What follows belongs to an exercise in optimizing a design on an open flow for small area, a short achievable clock period and few clock cycles; a production flow would make more cautious choices. Only simulation tests tie the RTL to the original design; equivalence was not proved. Power and IR drop assume default switching activity.

==> lagoon <==
## cv_unit
module cv_unit (
    input  wire        clk,
    input  wire        rst,           
    input  wire        engine_held,   
    input  wire        req_valid,
    output wire        req_ready,
    input  wire        req_write,
    input  wire [11:0] req_addr,      
    input  wire [1:0]  req_size,      
    input  wire [63:0] req_wdata,     
    output reg         rsp_valid,
    output wire [63:0] rsp_rdata,
    output reg         host_event
);
clock: 10.0 ns
lec_check: 0
cap_margin: 20
core_margin: 2
core_utilization: 40
slew_margin: 20
synth_hierarchical: 1
standard.sh (not shown) runs the stock make flow with config.mk's settings and CLKGATE_MAP_FILE= SYNTH_SCRIPT=/design/flow/synth_recipe.tcl, a recipe that flattens the netlist after the stock synthesis.
==> flow/flow/run.sh <==
#!/bin/bash
set -euo pipefail
bash standard.sh SETUP_SLACK_MARGIN=6.25 "BUFFER_PORTS_ARGS=-buffer_cell sky130_fd_sc_hd__buf_1" finish > flow_make.log 2>&1
==> indigo: changes against lagoon <==
--- a/flow/design.v
+++ b/flow/design.v
@@ -18,21 +18,25 @@
     reg  [63:0] state;              
     reg  [63:0] count;
     reg         p_k1, p_k2, p_k4;   
     reg  [31:0] p_data;             
     reg         p_restart;
     reg         p_hold;             
-    reg  [63:0] r_data;
+    reg  [2:0]  r_data;             
+    reg  [3:0]  r_seed;
+    reg  [3:0]  r_cnt;
     reg  [1:0]  r_res01;
     reg  [3:0]  r_res2;
     reg         r_res3;
     assign req_ready = 1'b1;
     wire       d_event, d_read, d_restart, d_config, d_seed_lo, d_seed_hi;
     wire       d_k1, d_k2, d_k4, d_hold;
     wire [31:0] d_data;
     wire [3:0] d_sel;
+    wire [3:0] d_seed;
+    wire [3:0] d_cnt;
     wire [1:0] d_res01;
     wire [3:0] d_res2;
     wire       d_res3;
     cv_unit_dec_event u_dec_event (
         .rst(rst), .engine_held(engine_held), .req_valid(req_valid),
         .req_write(req_write), .req_addr(req_addr), .req_size(req_size),
@@ -58,13 +62,14 @@
         .k1_o(d_k1), .k2_o(d_k2), .k4_o(d_k4), .hold_o(d_hold)
     );
     cv_unit_dec_read u_dec_read (
         .rst(rst), .engine_held(engine_held), .req_valid(req_valid),
         .req_write(req_write), .req_addr(req_addr), .req_size(req_size),
         .busy(1'b0), .cfg_bad(req_wdata[2]), .poly(poly),
-        .read_o(d_read), .sel_o(d_sel), .res01_o(d_res01), .res2_o(d_res2), .res3_o(d_res3)
+        .read_o(d_read), .sel_o(d_sel), .seed_o(d_seed), .cnt_o(d_cnt),
+        .res01_o(d_res01), .res2_o(d_res2), .res3_o(d_res3)
     );
     cv_unit_align u_align (
         .req_addr(req_addr[1:0]), .req_size(req_size), .req_wdata(req_wdata[31:0]), .data_o(d_data)
     );
     wire [63:0] state_next, count_next;
     cv_unit_crc u_crc (
@@ -72,26 +77,26 @@
         .k1(p_k1), .k2(p_k2), .k4(p_k4), .data(p_data),
         .restart(p_restart), .hold(p_hold), .state_next(state_next)
     );
     cv_unit_count u_count (
         .count(count), .k1(p_k1), .k2(p_k2), .k4(p_k4), .restart(p_restart), .count_next(count_next)
     );
-    wire [63:0] rdata;
-    cv_unit_rdata u_rdata (
-        .sel(d_sel), .count_next(count_next), .seed(seed),
-        .poly(poly), .use_seed(use_seed), .held(engine_held), .rdata(rdata)
-    );
     cv_unit_result u_result (
-        .data(r_data), .res01(r_res01), .res2(r_res2), .res3(r_res3), .state(state),
-        .rdata(rsp_rdata)
+        .data(r_data), .seed_sel(r_seed), .cnt_sel(r_cnt),
+        .res01(r_res01), .res2(r_res2), .res3(r_res3),
+        .seed(seed), .count(count), .state(state), .rdata(rsp_rdata)
     );
     always @(posedge clk) begin
         state     <= state_next;
         count     <= count_next;
         p_data    <= d_data;
-        r_data    <= rdata;
+        r_data    <= {d_sel[0] && use_seed,
+                      d_sel[0] && poly[1] || d_sel[3] && engine_held,
+                      d_sel[0] && poly[0]};
+        r_seed    <= d_seed;
+        r_cnt     <= d_cnt;
         r_res01   <= d_res01;
         r_res2    <= d_res2;
         r_res3    <= d_res3;
     end
     always @(posedge clk) begin
         if (rst) begin
@@ -275,12 +280,14 @@
     input  wire [11:0] req_addr,
     input  wire [1:0]  req_size,
     input  wire        cfg_bad,       
     input  wire [1:0]  poly,
     output wire        read_o,        
     output wire [3:0]  sel_o,         
+    output wire [3:0]  seed_o,        
+    output wire [3:0]  cnt_o,
     output wire [1:0]  res01_o,       
     output wire [3:0]  res2_o,
     output wire        res3_o
 );
     localparam [8:0] R_FEED = 9'h020;
     wire [2:0] lane = req_addr[2:0];
@@ -301,12 +308,14 @@
     wire wr_restart = req_write && ok48 && at_restart;
     wire held_drop  = engine_held && (wr_feed || wr_config || wr_restart);
     wire accept = req_valid && !rst && !busy;
     wire feed   = accept && wr_feed && !engine_held;
     assign read_o    = accept && !req_write;
     assign sel_o   = {ok48 && at_status, ok48 && at_count, ok48 && at_seed, ok48 && at_config};
+    assign seed_o  = {4{ok48 && at_seed}};
+    assign cnt_o   = {4{ok48 && at_count}};
     assign res01_o = {2{ok48 && at_result && !poly[1]}};
     assign res2_o  = {4{ok48 && at_result && (poly == 2'd2)}};
     assign res3_o  = ok48 && at_result && (poly == 2'd3);
 endmodule
 module cv_unit_align (
     input  wire [1:0]  req_addr,
@@ -750,34 +759,27 @@
             2'd2:       restart_state = use_seed ? seed : 64'h0;
             default:    restart_state = use_seed ? {seed[15:0], 48'h0} : {16'hFFFF, 48'h0};
         endcase
     end
     assign state_next = shifted ^ ({64{restart}} & restart_state) ^ m;
 endmodule
-module cv_unit_rdata (
-    input  wire [3:0]  sel,           
-    input  wire [63:0] count_next,
-    input  wire [63:0] seed,
-    input  wire [1:0]  poly,
-    input  wire        use_seed,
-    input  wire        held,
-    output wire [63:0] rdata
-);
-    assign rdata = {64{sel[0]}} & {55'h0, use_seed, 6'h0, poly} |
-                   {64{sel[1]}} & seed |
-                   {64{sel[2]}} & count_next |
-                   {64{sel[3]}} & {62'h0, held, 1'b0};
-endmodule
 module cv_unit_result (
-    input  wire [63:0] data,
+    input  wire [2:0]  data,          
+    input  wire [3:0]  seed_sel,      
+    input  wire [3:0]  cnt_sel,
     input  wire [1:0]  res01,         
     input  wire [3:0]  res2,
     input  wire        res3,
+    input  wire [63:0] seed,
+    input  wire [63:0] count,
     input  wire [63:0] state,
     output wire [63:0] rdata
 );
+    wire [63:0] seed16 = {{16{seed_sel[3]}}, {16{seed_sel[2]}}, {16{seed_sel[1]}}, {16{seed_sel[0]}}};
+    wire [63:0] cnt16  = {{16{cnt_sel[3]}},  {16{cnt_sel[2]}},  {16{cnt_sel[1]}},  {16{cnt_sel[0]}}};
+    wire [63:0] res2_16 = {{16{res2[3]}}, {16{res2[2]}}, {16{res2[1]}}, {16{res2[0]}}};
     wire [31:0] r01 = {~state[39:32], ~state[47:40], ~state[55:48], ~state[63:56]};
-    assign rdata[63:32] = data[63:32] | {{16{res2[3]}} & state[63:48], {16{res2[2]}} & state[47:32]};
-    assign rdata[31:16] = data[31:16] | {16{res2[1]}} & state[31:16] | {16{res01[1]}} & r01[31:16];
-    assign rdata[15:0]  = data[15:0]  | {16{res2[0]}} & state[15:0]  | {16{res01[0]}} & r01[15:0] |
-                          {16{res3}} & state[63:48];
+    assign rdata = seed16 & seed | cnt16 & count | res2_16 & state |
+                   {32'h0, {{16{res01[1]}}, {16{res01[0]}}} & r01} |
+                   {48'h0, {16{res3}} & state[63:48]} |
+                   {55'h0, data[2], 6'h0, data[1:0]};
 endmodule
==> flow/flow/run.sh (replaced) <==
#!/bin/bash
set -euo pipefail
bash standard.sh SETUP_SLACK_MARGIN=6.5 "BUFFER_PORTS_ARGS=-buffer_cell sky130_fd_sc_hd__buf_1" finish > flow_make.log 2>&1
GPL_ROUTABILITY_DRIVEN = 0   (was not set)
==> umber: changes against lagoon <==
--- a/flow/design.v
+++ b/flow/design.v
@@ -6,65 +6,63 @@
     output wire        req_ready,
     input  wire        req_write,
     input  wire [11:0] req_addr,      
     input  wire [1:0]  req_size,      
     input  wire [63:0] req_wdata,     
     output reg         rsp_valid,
-    output wire [63:0] rsp_rdata,
+    output reg  [63:0] rsp_rdata,
     output reg         host_event
 );
     reg  [1:0]  poly;
     reg         use_seed;
     reg  [63:0] seed;
     reg  [63:0] state;              
     reg  [63:0] count;
     reg         p_k1, p_k2, p_k4;   
     reg  [31:0] p_data;             
     reg         p_restart;
     reg         p_hold;             
-    reg  [63:0] r_data;
-    reg  [1:0]  r_res01;
-    reg  [3:0]  r_res2;
-    reg         r_res3;
-    assign req_ready = 1'b1;
+    reg         rd_wait;
+    reg  [6:0]  r_sel;
+    reg         r_held;
+    assign req_ready = !rd_wait;
     wire       d_event, d_read, d_restart, d_config, d_seed_lo, d_seed_hi;
     wire       d_k1, d_k2, d_k4, d_hold;
     wire [31:0] d_data;
-    wire [3:0] d_sel;
-    wire [1:0] d_res01;
-    wire [3:0] d_res2;
-    wire       d_res3;
+    wire [6:0] d_sel;
+    wire       d_held;
     cv_unit_dec_event u_dec_event (
         .rst(rst), .engine_held(engine_held), .req_valid(req_valid),
         .req_write(req_write), .req_addr(req_addr), .req_size(req_size),
-        .busy(1'b0), .cfg_bad(req_wdata[2]), .poly(poly),
+        .busy(rd_wait), .cfg_bad(req_wdata[2]), .poly(poly),
         .event_o(d_event)
     );
     cv_unit_dec_config u_dec_config (
         .rst(rst), .engine_held(engine_held), .req_valid(req_valid),
         .req_write(req_write), .req_addr(req_addr), .req_size(req_size),
-        .busy(1'b0), .cfg_bad(req_wdata[2]), .poly(poly),
+        .busy(rd_wait), .cfg_bad(req_wdata[2]), .poly(poly),
         .restart_o(d_restart), .config_o(d_config)
     );
     cv_unit_dec_seed u_dec_seed (
         .rst(rst), .engine_held(engine_held), .req_valid(req_valid),
         .req_write(req_write), .req_addr(req_addr), .req_size(req_size),
-        .busy(1'b0), .cfg_bad(req_wdata[2]), .poly(poly),
+        .busy(rd_wait), .cfg_bad(req_wdata[2]), .poly(poly),
         .seed_lo_o(d_seed_lo), .seed_hi_o(d_seed_hi)
     );
     cv_unit_dec_feed u_dec_feed (
         .rst(rst), .engine_held(engine_held), .req_valid(req_valid),
         .req_write(req_write), .req_addr(req_addr), .req_size(req_size),
-        .busy(1'b0), .cfg_bad(req_wdata[2]), .poly(poly),
+        .busy(rd_wait), .cfg_bad(req_wdata[2]), .poly(poly),
         .k1_o(d_k1), .k2_o(d_k2), .k4_o(d_k4), .hold_o(d_hold)
     );
     cv_unit_dec_read u_dec_read (
         .rst(rst), .engine_held(engine_held), .req_valid(req_valid),
         .req_write(req_write), .req_addr(req_addr), .req_size(req_size),
-        .busy(1'b0), .cfg_bad(req_wdata[2]), .poly(poly),
-        .read_o(d_read), .sel_o(d_sel), .res01_o(d_res01), .res2_o(d_res2), .res3_o(d_res3)
+        .busy(rd_wait), .cfg_bad(req_wdata[2]), .poly(poly),
+        .r_sel(r_sel), .r_held(r_held),
+        .read_o(d_read), .sel_o(d_sel), .held_o(d_held)
     );
     cv_unit_align u_align (
         .req_addr(req_addr[1:0]), .req_size(req_size), .req_wdata(req_wdata[31:0]), .data_o(d_data)
     );
     wire [63:0] state_next, count_next;
     cv_unit_crc u_crc (
@@ -74,43 +72,40 @@
     );
     cv_unit_count u_count (
         .count(count), .k1(p_k1), .k2(p_k2), .k4(p_k4), .restart(p_restart), .count_next(count_next)
     );
     wire [63:0] rdata;
     cv_unit_rdata u_rdata (
-        .sel(d_sel), .count_next(count_next), .seed(seed),
-        .poly(poly), .use_seed(use_seed), .held(engine_held), .rdata(rdata)
-    );
-    cv_unit_result u_result (
-        .data(r_data), .res01(r_res01), .res2(r_res2), .res3(r_res3), .state(state),
-        .rdata(rsp_rdata)
+        .sel(d_sel), .state(state), .count(count), .seed(seed),
+        .poly(poly), .use_seed(use_seed), .held(d_held), .rdata(rdata)
     );
     always @(posedge clk) begin
         state     <= state_next;
         count     <= count_next;
         p_data    <= d_data;
-        r_data    <= rdata;
-        r_res01   <= d_res01;
-        r_res2    <= d_res2;
-        r_res3    <= d_res3;
+        r_sel     <= d_sel;
+        r_held    <= d_held;
+        rsp_rdata <= rdata;
     end
     always @(posedge clk) begin
         if (rst) begin
             poly       <= 2'd1;
             use_seed   <= 1'b0;
             seed       <= 64'h0;
             p_k1       <= 1'b0;
             p_k2       <= 1'b0;
             p_k4       <= 1'b0;
             p_restart  <= 1'b1;
             p_hold     <= 1'b0;
             rsp_valid  <= 1'b0;
+            rd_wait    <= 1'b0;
             host_event <= 1'b0;
         end else begin
             host_event <= d_event;
-            rsp_valid  <= d_read;
+            rsp_valid  <= (d_read && p_hold) || rd_wait;
+            rd_wait    <= d_read && !p_hold;
             p_k1       <= d_k1;
             p_k2       <= d_k2;
             p_k4       <= d_k4;
             p_restart  <= d_restart;
             p_hold     <= d_hold;
             if (d_config) begin
@@ -273,17 +268,17 @@
     input  wire        busy,          
     input  wire        req_write,
     input  wire [11:0] req_addr,
     input  wire [1:0]  req_size,
     input  wire        cfg_bad,       
     input  wire [1:0]  poly,
+    input  wire [6:0]  r_sel,         
+    input  wire        r_held,
     output wire        read_o,        
-    output wire [3:0]  sel_o,         
-    output wire [1:0]  res01_o,       
-    output wire [3:0]  res2_o,
-    output wire        res3_o
+    output wire [6:0]  sel_o,         
+    output wire        held_o         
 );
     localparam [8:0] R_FEED = 9'h020;
     wire [2:0] lane = req_addr[2:0];
     wire [1:0] size = req_size;
     wire low_win    = (req_addr[11:6] == 6'd0);
     wire at_config  = low_win && (req_addr[5:3] == 3'd0);
@@ -300,16 +295,21 @@
     wire wr_config  = req_write && ok48 && at_config && !lane[2];
     wire wr_restart = req_write && ok48 && at_restart;
     wire held_drop  = engine_held && (wr_feed || wr_config || wr_restart);
     wire accept = req_valid && !rst && !busy;
     wire feed   = accept && wr_feed && !engine_held;
     assign read_o    = accept && !req_write;
-    assign sel_o   = {ok48 && at_status, ok48 && at_count, ok48 && at_seed, ok48 && at_config};
-    assign res01_o = {2{ok48 && at_result && !poly[1]}};
-    assign res2_o  = {4{ok48 && at_result && (poly == 2'd2)}};
-    assign res3_o  = ok48 && at_result && (poly == 2'd3);
+    assign sel_o = busy ? r_sel :
+                   {ok48 && at_status,
+                    ok48 && at_count,
+                    ok48 && at_result && (poly == 2'd3),
+                    ok48 && at_result && (poly == 2'd2),
+                    ok48 && at_result && !poly[1],
+                    ok48 && at_seed,
+                    ok48 && at_config};
+    assign held_o = busy ? r_held : engine_held;
 endmodule
 module cv_unit_align (
     input  wire [1:0]  req_addr,
     input  wire [1:0]  req_size,
     input  wire [31:0] req_wdata,
     output reg  [31:0] data_o
@@ -751,33 +751,23 @@
             default:    restart_state = use_seed ? {seed[15:0], 48'h0} : {16'hFFFF, 48'h0};
         endcase
     end
     assign state_next = shifted ^ ({64{restart}} & restart_state) ^ m;
 endmodule
 module cv_unit_rdata (
-    input  wire [3:0]  sel,           
-    input  wire [63:0] count_next,
+    input  wire [6:0]  sel,
+    input  wire [63:0] state,
+    input  wire [63:0] count,
     input  wire [63:0] seed,
     input  wire [1:0]  poly,
     input  wire        use_seed,
     input  wire        held,
     output wire [63:0] rdata
 );
     assign rdata = {64{sel[0]}} & {55'h0, use_seed, 6'h0, poly} |
                    {64{sel[1]}} & seed |
-                   {64{sel[2]}} & count_next |
-                   {64{sel[3]}} & {62'h0, held, 1'b0};
-endmodule
-module cv_unit_result (
-    input  wire [63:0] data,
-    input  wire [1:0]  res01,         
-    input  wire [3:0]  res2,
-    input  wire        res3,
-    input  wire [63:0] state,
-    output wire [63:0] rdata
-);
-    wire [31:0] r01 = {~state[39:32], ~state[47:40], ~state[55:48], ~state[63:56]};
-    assign rdata[63:32] = data[63:32] | {{16{res2[3]}} & state[63:48], {16{res2[2]}} & state[47:32]};
-    assign rdata[31:16] = data[31:16] | {16{res2[1]}} & state[31:16] | {16{res01[1]}} & r01[31:16];
-    assign rdata[15:0]  = data[15:0]  | {16{res2[0]}} & state[15:0]  | {16{res01[0]}} & r01[15:0] |
-                          {16{res3}} & state[63:48];
+                   {64{sel[2]}} & {32'h0, ~state[39:32], ~state[47:40], ~state[55:48], ~state[63:56]} |
+                   {64{sel[3]}} & state |
+                   {64{sel[4]}} & {48'h0, state[63:48]} |
+                   {64{sel[5]}} & count |
+                   {64{sel[6]}} & {62'h0, held, 1'b0};
 endmodule
==> flow/flow/run.sh (replaced) <==
#!/bin/bash
set -euo pipefail
bash standard.sh SETUP_SLACK_MARGIN=6.5 "BUFFER_PORTS_ARGS=-buffer_cell sky130_fd_sc_hd__buf_1" finish > flow_make.log 2>&1
CTS_BUF_LIST = sky130_fd_sc_hd__clkbuf_8   (was not set)
==> qor summary <==
quantity                                                    lagoon     indigo      umber
Met2 Track Usage GR                                          0.551      0.492      0.529
Switching power total                                     0.874 mW   0.755 mW   0.871 mW
Number of enable flip-flop cells after synthesis                 0          -          0
Category of the critical setup timing path                 reg2reg    reg2out    reg2reg
Detailed-route vias per instance                              6.16       6.39       6.28
Outcome                           no timing/DRC/antenna violations  no timing/DRC/antenna violations  no timing/DRC/antenna violations
Beginning of the worst hold path                          seed[36]  count[32]   r_sel[6]
Clock network power                                        1.39 mW    1.12 mW    1.39 mW
CORE AREA                                                60500 um2  57500 um2  60000 um2
H-tree levels                                                    2          1          2
Vias post-DR                                                 21856      22274      22603
Post-synth top area share                                    0.249          -      0.255
Placer congestion estimate                                    1.08          -       1.06
Sum of met2 wire segment lengths after detailed routing   51200 um   42900 um   48900 um
RR Endpoint                                              state[55]  state[54]  state[38]
Non-clock buffering overhead in the final layout            0.0574     0.0730     0.0725
Critical R2R Launch                                      state[47]  state[43]  state[57]
Top-count cell post-synth                                  xnor2_1          -    xnor2_1
Testbench counts of lagoon, summed over its fixed seeds: cycles 13,195.
Testbench counts of indigo, summed over its fixed seeds: cycles 13,195.
Testbench counts of umber, summed over its fixed seeds: cycles 13,387.

[what the ideal ports hide]
In the flow no input, the clock included, has a driving cell. The finished layouts below were timed again as built, in two steps. Step 1 (the two cells are an assumption about what drives the block):
set clk [get_ports {clk}]
set_driving_cell -lib_cell sky130_fd_sc_hd__clkbuf_16 $clk
set_driving_cell -lib_cell sky130_fd_sc_hd__buf_2 [delete_from_list [all_inputs] $clk]
Step 2 adds t to the input delays and takes it off the output delays; t is the mean of the earliest and latest rising clock arrival at the registers after step 1. Input paths then give back, and output paths get back, about the clock's delay inside the block. Three values: ideal ports, drivers, drivers and shift; two values: the first two.
run | t (ns) | setup slack, ns | worst setup path after step 2
lagoon | 0.610 | 6.095 / 6.095 / 5.854 | input to register
indigo | 0.633 | 6.314 / 6.258 / 6.042 | input to register
umber | 0.696 | 6.446 / 6.446 / 5.917 | input to register
After both steps setup and hold are still met in every run listed. For umber, which loses most, drivers alone change the setup slack by 0.000 ns; drivers and shift together by -0.529 ns.
